What follows belongs to an exercise in optimizing a design on an open flow for small area; a production flow would make more cautious choices. Only simulation tests tie the RTL to the original design; equivalence was not proved. Power and IR drop assume default switching activity.

== P ==
// elkob_pcs
module elkob_pcs (
    input  wire       clk,
    input  wire       rst,
    input  wire       tx_valid,
    input  wire [7:0] tx_data,
    input  wire       tx_last,
    output wire       tx_ready,
    output reg  [9:0] tx_code,
    input  wire [9:0] rx_code,
    output reg        rx_valid,
    output reg  [7:0] rx_data,
    output reg        rx_end,
    output reg        rx_crc_ok,
    output reg        rx_code_err,
    output reg        rx_echo
);
Settings: LEC_CHECK=0, CAP_MARGIN=20, CORE_MARGIN=2, CORE_UTILIZATION=70, SLEW_MARGIN=20; clock period 11.0 ns.
standard.sh (not shown) runs the stock make flow with config.mk's settings and CLKGATE_MAP_FILE= SYNTH_SCRIPT=/design/flow/synth_recipe.tcl, a recipe that flattens the netlist after the stock synthesis.
==> flow/flow/run.sh <==
#!/bin/bash
# Own flow: the standard synthesis, then the combinational logic between
# the registers is optimised again for area with ABC (&deepsyn) and mapped to
# the same library; registers (names, cells) are kept as they are. Then the
# standard layout steps run on the new netlist.
set -euo pipefail
W=$PWD
F=$W/flow
R=$W/orfs/results/$FLOW_PLATFORM/elkob_pcs/base
LIB=$FLOW_HOME/platforms/$FLOW_PLATFORM/lib/sky130_fd_sc_hd__tt_025C_1v80.lib

bash standard.sh synth > $W/synth_standard.log 2>&1

python3 $F/mkmodels.py $LIB > $W/cellmodels.v 2> $W/mkmodels.log
cp $R/1_2_yosys.v $W/1_2_yosys_standard.v
DONT_USE=$(grep -o -- "-dont_use [A-Za-z0-9_]*" $W/orfs/logs/$FLOW_PLATFORM/elkob_pcs/base/1_2_yosys.log | sort -u | tr '\n' ' ')
printf 'strash\n&get -n\n&deepsyn -T %s\n&put\ndch -f\nmap -a\ntopo\nstime -p\n' "${DEEPSYN_T:-120}" > $W/reopt.abc
cat > $W/reopt.ys <<EOT
read_verilog $W/cellmodels.v
read_verilog $W/1_2_yosys_standard.v
hierarchy -top $FLOW_TOP
tee -q -o $W/reopt_before.txt stat -liberty $LIB
flatten
techmap
opt -fast -purge
abc -script $W/reopt.abc -liberty $LIB $DONT_USE
opt_clean -purge
setundef -zero
splitnets
opt_clean -purge
hilomap -singleton -hicell sky130_fd_sc_hd__conb_1 HI -locell sky130_fd_sc_hd__conb_1 LO
insbuf -buf sky130_fd_sc_hd__buf_4 A X
opt_clean -purge
tee -o $W/reopt_after.txt stat -liberty $LIB
write_verilog -nohex -nodec -noattr $W/1_2_yosys_reopt.v
EOT
yosys -q -l $W/reopt_yosys.log -s $W/reopt.ys
yosys -q -l $W/reopt_check.log -p "read_verilog -lib $W/cellmodels.v; read_verilog $W/1_2_yosys_reopt.v; hierarchy -top $FLOW_TOP; check -assert"

cp $W/1_2_yosys_reopt.v $R/1_2_yosys.v
rm -f $R/1_synth.odb $R/1_synth.sdc
# every port still gets its own buffer, the smallest one
BUFFER_PORTS_ARGS="-buffer_cell sky130_fd_sc_hd__buf_1" bash standard.sh finish > $W/finish_standard.log 2>&1
Other scripts of this flow, unchanged in this note and not shown: flow/flow/mkmodels.py
#### Input delta (Q over P)
-- flow/flow/run.sh --
<<< P, line 17
printf 'strash\n&get -n\n&deepsyn -T %s\n&put\ndch -f\nmap -a\ntopo\nstime -p\n' "${DEEPSYN_T:-120}" > $W/reopt.abc
>>> Q, line 17
printf 'strash\n&get -n\n&deepsyn -T %s\n&dch -f\n&nf -a -R 1000\n&put\ntopo\nstime -p\n' "${DEEPSYN_T:-60}" > $W/reopt.abc
-- flow/config.mk --
<<< P, line 10
export CORE_UTILIZATION = 70
>>> Q, line 10
export CORE_UTILIZATION = 80
==> run summary <==
- Per the final summary, Q finished and its layout is clean on timing, DRC and antenna.
- Q — number of cells on the worst reg-to-reg path 4 lower, P as reference
- Changes observed in Q relative to P: total power increased by 4.4% relative to the old numbers, final weighted congestion of routability-driven global placement increased by about 6% relative to the old numbers.
- For the combinational group share of total power, Q came in 0.2 points lower than P did.
- Count of buffers not belonging to the clock network in the layout in Q vs P: down 1
- P leaves less setup margin than Q.
- Total number of multi-input combinational cells of Q falls short of that of P by a little under 10%.
- Worst hold margin | Q above P
- a21oi_1 as the cell with the largest stage delay on the worst path was reported by Q, and buf_1 by P.
- Q against P; number of inserted filler cells in the final layout is down by more than a quarter.
- When Q is measured against P, its count of vias placed by the detailed router turns out 6.9% lower.
- The post-detailed-placement half-perimeter wirelength of Q falls short of that of P by about 8%.
Edits applied to the flow inputs when going from Q to R:
-- flow/config.mk --
<<< Q, line 11
>>> R, line 11
export CTS_CLUSTER_DIAMETER = 200
export CTS_CLUSTER_SIZE = 50
Notes after the runs:
- Vias per cell came out exactly the same in Q and R.
- Delta (R minus Q): register-to-register slack roughly the same, cell count stayed essentially flat, global routing usage summed across all routing layers was more or less identical, number of antenna violations at the first check in global routing level, final-layout worst hold slack essentially unchanged.
- From R to Q, sequential share of layout area did not move at all.
- Q -> R: number of I/O pins delta 0, exact match


elkob_pcs, a different RTL version from the one above (not shown whole).
Size: ~790 cells after synthesis, ~5600 um^2 of cells after synthesis.
==> flow/config.mk <==
export PLATFORM = sky130hd
export DESIGN_NAME = elkob_pcs
export DESIGN_NICKNAME = elkob_pcs
export VERILOG_FILES = /design/flow/design.v
export SDC_FILE = /design/flow/constraint.sdc
export NUM_CORES = 4
export LEC_CHECK = 0
export ABC_AREA = 1
export CAP_MARGIN = 20
export CORE_MARGIN = 2
export CORE_UTILIZATION = 70
export CTS_BUF_LIST = sky130_fd_sc_hd__clkbuf_8
export CTS_CLUSTER_SIZE = 20
export SLEW_MARGIN = 20
==> flow/constraint.sdc <==
create_clock -name core_clock -period 11.0 [get_ports {clk}]
set_input_delay 2.2000 -clock core_clock [delete_from_list [all_inputs] [get_ports {clk}]]
set_output_delay 2.2000 -clock core_clock [all_outputs]
set_load 0.01 [all_outputs]
run.sh (not shown) runs the stock make flow with config.mk's settings and CLKGATE_MAP_FILE= SYNTH_SCRIPT=/design/flow/synth_recipe.tcl, a recipe that flattens the netlist after the stock synthesis.
Stock flow here: none of the scripts above is used.
Edit:
CTS_BUF_LIST = unset   (was sky130_fd_sc_hd__clkbuf_8)
CTS_CLUSTER_SIZE = unset   (was 20)
The changed run finished clean.
Count of clock-buffer cells in the layout went up by 1.
Total power hardly moves.
Cell count stays the same.
Global-route usage does not change.
Combinational power is about the same.
First-iteration DRC count stays the same.
Utilization stays the same.
Worst setup slack barely changes.


v6:
elkob_pcs, a different RTL version from the one above (not shown whole).
For scale: roughly 800 cells after synthesis, roughly 94 flip-flops, ~46 I/O pins, roughly 6600 um2 of cells after synthesis.
Settings: LEC_CHECK=0, CAP_MARGIN=20, CORE_MARGIN=2, CORE_UTILIZATION=70, SLEW_MARGIN=20; clock period 11.0 ns.
Relative to v6, the following input files were edited for v7:
Settings: swapping 70 for 40 in CORE_UTILIZATION.
## What came out
Cell count: v7 higher than v6
Against v6, weighted congestion reported at the end of routability-driven placement in v7 fell by more than 10%.
Core utilization sits lower in v7 than in v6.
When the final numbers for v6 and v7 were put side by side, the setup slack turned out to be smaller in v6.
v7: PASS, flow complete, no timing, DRC or antenna violations

## afterwards: timing with drivers on the ports
No port has a modelled driver above. Below, the same layouts with a new extraction and two added sets of constraints. Step 1: set_driving_cell puts a clkbuf_16 on clk and a buf_2 on each other input, an assumption about the parent block. Step 2, shift: input delay + t, output delay - t, t = (earliest + latest rising clock arrival at the registers) / 2. This alone moves slack from input paths to output paths. Slacks: ideal / step 1 / step 2; pairs: ideal / step 1.
run	t (ns)	setup WS [ns]	worst setup path after step 2	worst data-port slew with drivers (ns)
P	0.393	5.387 / 5.396 / 5.003	input to register	0.04
Q	0.410	5.510 / 5.521 / 5.110	input to register	0.04
R	0.410	5.510 / 5.521 / 5.110	input to register	0.04
the first run of note 2	0.393	5.811 / 5.822 / 5.429	input to register	0.04
the second run of note 2	0.394	5.811 / 5.823 / 5.429	input to register	0.04
v6	0.400	5.485 / 5.496 / 5.096	input to register	0.05
v7	0.392	5.580 / 5.601 / 5.210	input to register	0.03
After both steps every run listed still meets setup and hold.
